Background: an optimization exercise with open tools, aiming at small area. Do not read the settings as production practice.
Where RTL was checked, it was by simulation tests only, not by an equivalence proof against the original.
Power and IR drop assume default switching activity.

== wip/willow ==
==> flow/design.v <==
module podlink_rx (
    input  wire         clk,
    input  wire         rst,             
    input  wire         cfg_dir,         
    input  wire         cfg_side,        
    input  wire         bit_en,          
    input  wire         bit_in,          
    output reg  [1:0]   rx_state,        
    output reg          frame_valid,     
    output wire [11:0]  frame_seq,
    output wire [47:0]  frame_hdr,
    output wire [47:0]  frame_mid,
    output wire [127:0] frame_payload,
    output reg  [31:0]  bad_frames,
    output reg  [15:0]  degraded_count,
    output reg  [15:0]  hunt_count
);
    localparam [9:0]  SYNC     = 10'b11_0000_0101;
    localparam [10:0] LF_T0    = 11'h199;      
    localparam [15:0] CRC_W    = 16'h0DAA;     
    localparam [15:0] CRC_S0   = 16'h447A;     
    localparam [1:0]  ST_HUNT  = 2'd0;
    localparam [1:0]  ST_GOOD  = 2'd1;
    localparam [1:0]  ST_DEGR  = 2'd2;
    localparam [1:0]  PH_SYNC  = 2'd0;         
    localparam [1:0]  PH_DATA  = 2'd2;         
    localparam [1:0]  PH_FCS   = 2'd3;         
    reg          bd;             
    reg          bed;            
    reg  [1:0]   phase;
    reg  [10:0]  lf;             
    reg  [223:0] sr;             
    reg  [15:0]  crc;
    reg          sync_ok;        
    wire         locked  = (rx_state != ST_HUNT);
    wire         t9      = lf[7] & lf[9];
    wire         t233    = ~lf[0] & ~lf[1] & ~lf[2] & lf[9] & ~lf[10];
    wire         t249    = lf[2] & lf[8] & lf[10];
    wire         scr_key = lf[10] ^ lf[8];
    wire         dbit    = bd ^ (scr_key & (phase == PH_DATA));
    wire         match   = ({sr[8:0], bd} == SYNC);
    wire [15:0]  crc_n   = {crc[14:0], 1'b0} ^ (crc[15] ? 16'h1021 : 16'h0000)
                                             ^ (bd ? CRC_W : 16'h0000);
    wire         fe      = bed & (phase == PH_FCS) & t249;    
    wire         hold9   = (phase == PH_SYNC) & t9 & !locked & !match;
    always @(posedge clk) begin
        bd  <= bit_in;
        bed <= bit_en & ~rst;
        if (bed && phase != PH_FCS)
            sr <= {sr[222:0], dbit};
        if (phase[1]) begin
            if (bed)
                crc <= crc_n;
        end else begin
            crc <= CRC_S0;
        end
        if (bed && phase == PH_SYNC && t9)
            sync_ok <= match;
        if (rst || fe)
            lf <= LF_T0;
        else if (bed && !hold9)
            lf <= {lf[9:0], scr_key};
        if (rst) begin
            phase <= PH_SYNC;
        end else if (bed) begin
            case (phase)
                PH_SYNC:  if (t9 && (locked || match)) phase <= PH_DATA;
                PH_DATA:  if (t233) phase <= PH_FCS;
                PH_FCS:   if (t249) phase <= PH_SYNC;
                default:  ;
            endcase
        end
    end
    reg  [11:0]  last_seq;       
    reg  [3:0]   run;            
    reg          run_bad;        
    wire         cand_valid = run_bad;
    assign frame_seq     = last_seq;
    assign frame_hdr     = sr[223:176];
    assign frame_mid     = sr[175:128];
    assign frame_payload = sr[127:0];
    wire [3:0]   f_type  = sr[223:220];
    wire [3:0]   f_seqlo = sr[219:216];
    wire         f_type_ok = cfg_dir ? (f_type <= 4'd1) : (f_type <= 4'd5);
    wire         hdr_ok  = f_type_ok && (crc_n[15:12] == {cfg_dir, cfg_side, 2'b00}) &&
                           (crc_n[3:0] == f_seqlo);
    wire         seq_hi_ok = (crc_n[11:4] == last_seq[11:4] +
                                             {7'd0, (f_seqlo <= last_seq[3:0])});
    wire         seq_ok  = hdr_ok && seq_hi_ok;
    wire         good    = sync_ok && seq_ok;
    wire         confirm = cand_valid && seq_ok && (f_seqlo == last_seq[3:0] + 4'd1);
    wire [3:0]   bad_run  = run_bad ? run : 4'd0;
    wire [3:0]   good_run = run_bad ? 4'd0 : run;
    wire         judge_bad = fe && locked && !good;
    wire         to_degr   = judge_bad && rx_state == ST_GOOD && bad_run == 4'd2;
    wire         to_hunt   = judge_bad && bad_run == 4'd15;
    wire [32:0]  bf_c;
    wire [16:0]  dc_c;
    wire [16:0]  hc_c;
    assign bf_c[0] = judge_bad && !(&bad_frames);
    assign dc_c[0] = to_degr && !(&degraded_count);
    assign hc_c[0] = to_hunt && !(&hunt_count);
    genvar gi;
    generate
        for (gi = 0; gi < 32; gi = gi + 1) begin : g_bf
            if (gi == 15)
                assign bf_c[gi+1] = bf_c[0] & (&bad_frames[15:0]);
            else
                assign bf_c[gi+1] = bf_c[gi] & bad_frames[gi];
        end
        for (gi = 0; gi < 16; gi = gi + 1) begin : g_dh
            assign dc_c[gi+1] = dc_c[gi] & degraded_count[gi];
            assign hc_c[gi+1] = hc_c[gi] & hunt_count[gi];
        end
    endgenerate
    always @(posedge clk) begin
        bad_frames     <= (bad_frames ^ bf_c[31:0]) & {32{~rst}};
        degraded_count <= (degraded_count ^ dc_c[15:0]) & {16{~rst}};
        hunt_count     <= (hunt_count ^ hc_c[15:0]) & {16{~rst}};
    end
    always @(posedge clk) begin
        if (rst) begin
            rx_state       <= ST_HUNT;
            frame_valid    <= 1'b0;
            run_bad        <= 1'b0;
        end else begin
            frame_valid <= 1'b0;
            if (bed && phase == PH_SYNC && t9 && !locked && !match)
                run_bad <= 1'b0;
            if (fe) begin
                if (!locked || good)
                    last_seq <= crc_n[11:0];
                if (!locked) begin
                    run_bad <= hdr_ok && !confirm;
                    if (confirm) begin
                        rx_state <= ST_GOOD;
                        run      <= 4'd0;
                    end
                end else if (good) begin
                    frame_valid <= 1'b1;
                    run_bad     <= 1'b0;
                    if (rx_state == ST_DEGR) begin
                        if (good_run == 4'd15) begin
                            rx_state <= ST_GOOD;
                            run      <= 4'd0;
                        end else begin
                            run      <= good_run + 4'd1;
                        end
                    end else begin
                        run <= 4'd0;
                    end
                end else begin
                    if (bad_run == 4'd15) begin
                        rx_state <= ST_HUNT;
                        run      <= 4'd0;
                        run_bad  <= 1'b0;
                    end else begin
                        run      <= bad_run + 4'd1;
                        run_bad  <= 1'b1;
                        if (to_degr)
                            rx_state <= ST_DEGR;
                    end
                end
            end
        end
    end
endmodule
export LEC_CHECK = 0
export CAP_MARGIN = 20
export CORE_MARGIN = 2
export CORE_UTILIZATION = 40
export PLACE_DENSITY = 0.6
export SLEW_MARGIN = 20
create_clock -name core_clock -period 8.0 [get_ports {clk}]
standard.sh (not shown) runs the stock make flow with config.mk's settings and CLKGATE_MAP_FILE= SYNTH_SCRIPT=/design/flow/synth_recipe.tcl, a recipe that flattens the netlist after the stock synthesis.
==> flow/flow/run.sh <==
#!/bin/bash
# The standard ORFS layout (the standard.sh) with two changes:
#  - port buffers are buf_1 rather than the resizer's default pick
#  - clock tree built from clkbuf_8 with small sink clusters, no dummy loads
# ORFS writes each step's full log under orfs/logs/; make's own output goes
# to flow_make.log in this folder.
set -euo pipefail
export BUFFER_PORTS_ARGS="-buffer_cell sky130_fd_sc_hd__buf_1"
export CTS_ARGS="-sink_clustering_enable -repair_clock_nets -dont_use_dummy_load -buf_list sky130_fd_sc_hd__clkbuf_8 -sink_clustering_size 14 -sink_clustering_max_diameter 200"
bash standard.sh finish > flow_make.log 2>&1
Here is what was changed in the inputs of wip/delta compared with wip/willow.
--- a/flow/design.v
+++ b/flow/design.v
@@ -86,17 +86,17 @@
                            (crc_n[3:0] == f_seqlo);
     wire         seq_hi_ok = (crc_n[11:4] == last_seq[11:4] +
                                              {7'd0, (f_seqlo <= last_seq[3:0])});
     wire         seq_ok  = hdr_ok && seq_hi_ok;
     wire         good    = sync_ok && seq_ok;
     wire         confirm = cand_valid && seq_ok && (f_seqlo == last_seq[3:0] + 4'd1);
-    wire [3:0]   bad_run  = run_bad ? run : 4'd0;
-    wire [3:0]   good_run = run_bad ? 4'd0 : run;
+    wire         same_run  = (run_bad == !good);
+    wire [3:0]   run_n     = same_run ? run + 4'd1 : 4'd1;
     wire         judge_bad = fe && locked && !good;
-    wire         to_degr   = judge_bad && rx_state == ST_GOOD && bad_run == 4'd2;
-    wire         to_hunt   = judge_bad && bad_run == 4'd15;
+    wire         to_degr   = judge_bad && rx_state == ST_GOOD && run_bad && run == 4'd2;
+    wire         to_hunt   = judge_bad && run_bad && run == 4'd15;
     wire [32:0]  bf_c;
     wire [16:0]  dc_c;
     wire [16:0]  hc_c;
     assign bf_c[0] = judge_bad && !(&bad_frames);
     assign dc_c[0] = to_degr && !(&degraded_count);
     assign hc_c[0] = to_hunt && !(&hunt_count);
@@ -127,41 +127,28 @@
             frame_valid <= 1'b0;
             if (bed && phase == PH_SYNC && t9 && !locked && !match)
                 run_bad <= 1'b0;
             if (fe) begin
                 if (!locked || good)
                     last_seq <= crc_n[11:0];
+                if (locked)
+                    run <= run_n;
                 if (!locked) begin
                     run_bad <= hdr_ok && !confirm;
-                    if (confirm) begin
+                    if (confirm)
                         rx_state <= ST_GOOD;
-                        run      <= 4'd0;
-                    end
                 end else if (good) begin
                     frame_valid <= 1'b1;
                     run_bad     <= 1'b0;
-                    if (rx_state == ST_DEGR) begin
-                        if (good_run == 4'd15) begin
-                            rx_state <= ST_GOOD;
-                            run      <= 4'd0;
-                        end else begin
-                            run      <= good_run + 4'd1;
-                        end
-                    end else begin
-                        run <= 4'd0;
-                    end
+                    if (rx_state == ST_DEGR && !run_bad && run == 4'd15)
+                        rx_state <= ST_GOOD;
                 end else begin
-                    if (bad_run == 4'd15) begin
+                    run_bad <= !to_hunt;
+                    if (to_hunt)
                         rx_state <= ST_HUNT;
-                        run      <= 4'd0;
-                        run_bad  <= 1'b0;
-                    end else begin
-                        run      <= bad_run + 4'd1;
-                        run_bad  <= 1'b1;
-                        if (to_degr)
-                            rx_state <= ST_DEGR;
-                    end
+                    else if (to_degr)
+                        rx_state <= ST_DEGR;
                 end
             end
         end
     end
 endmodule
--- outcome ---
wip/delta vs wip/willow: routed wire length down
wip/delta vs. wip/willow: count of filler cells inserted in the layout has decreased, post-route fraction of the period consumed by the critical path has increased, sequential share of layout area has increased.
Between wip/willow and wip/delta, the share of total power in the clock network does not differ in any meaningful way.
For area share of buffers outside the clock network, wip/willow and wip/delta come out practically identical.
Comparing wip/delta and wip/willow, worst endpoint required time is higher on wip/willow.
Re number of design-rule violations left by the first detailed-router iteration: wip/delta is 8.7% up on wip/willow.
Only the layout flow was run in wip/willow; the RTL was not checked for function there.

## re-timing with driven ports
In the flow no input, the clock included, has a driving cell. The finished layouts below were timed again as built, in two steps. Step 1 sets driving cells, clkbuf_16 on the clock port and buf_2 on the other inputs (assumed; they add their load-dependent delay and slew). Step 2, shift: input delay + t, output delay - t, t = (earliest + latest rising clock arrival at the registers) / 2. This alone moves slack from input paths to output paths. a / b / c = no drivers / after step 1 / after step 2; a / b = the first two.
run | t, ns | setup WS [ns] | worst setup path at the end | worst data-port slew with drivers (ns)
wip/willow | 0.598 | 1.709 / 1.709 / 1.617 | input to register | 0.04
wip/delta | 0.587 | 1.621 / 1.621 / 1.474 | input to register | 0.04
After both steps setup and hold are still met in every run listed. The setup slack of wip/delta, which loses most, moves by 0.000 ns with the drivers and by -0.147 ns with both steps.
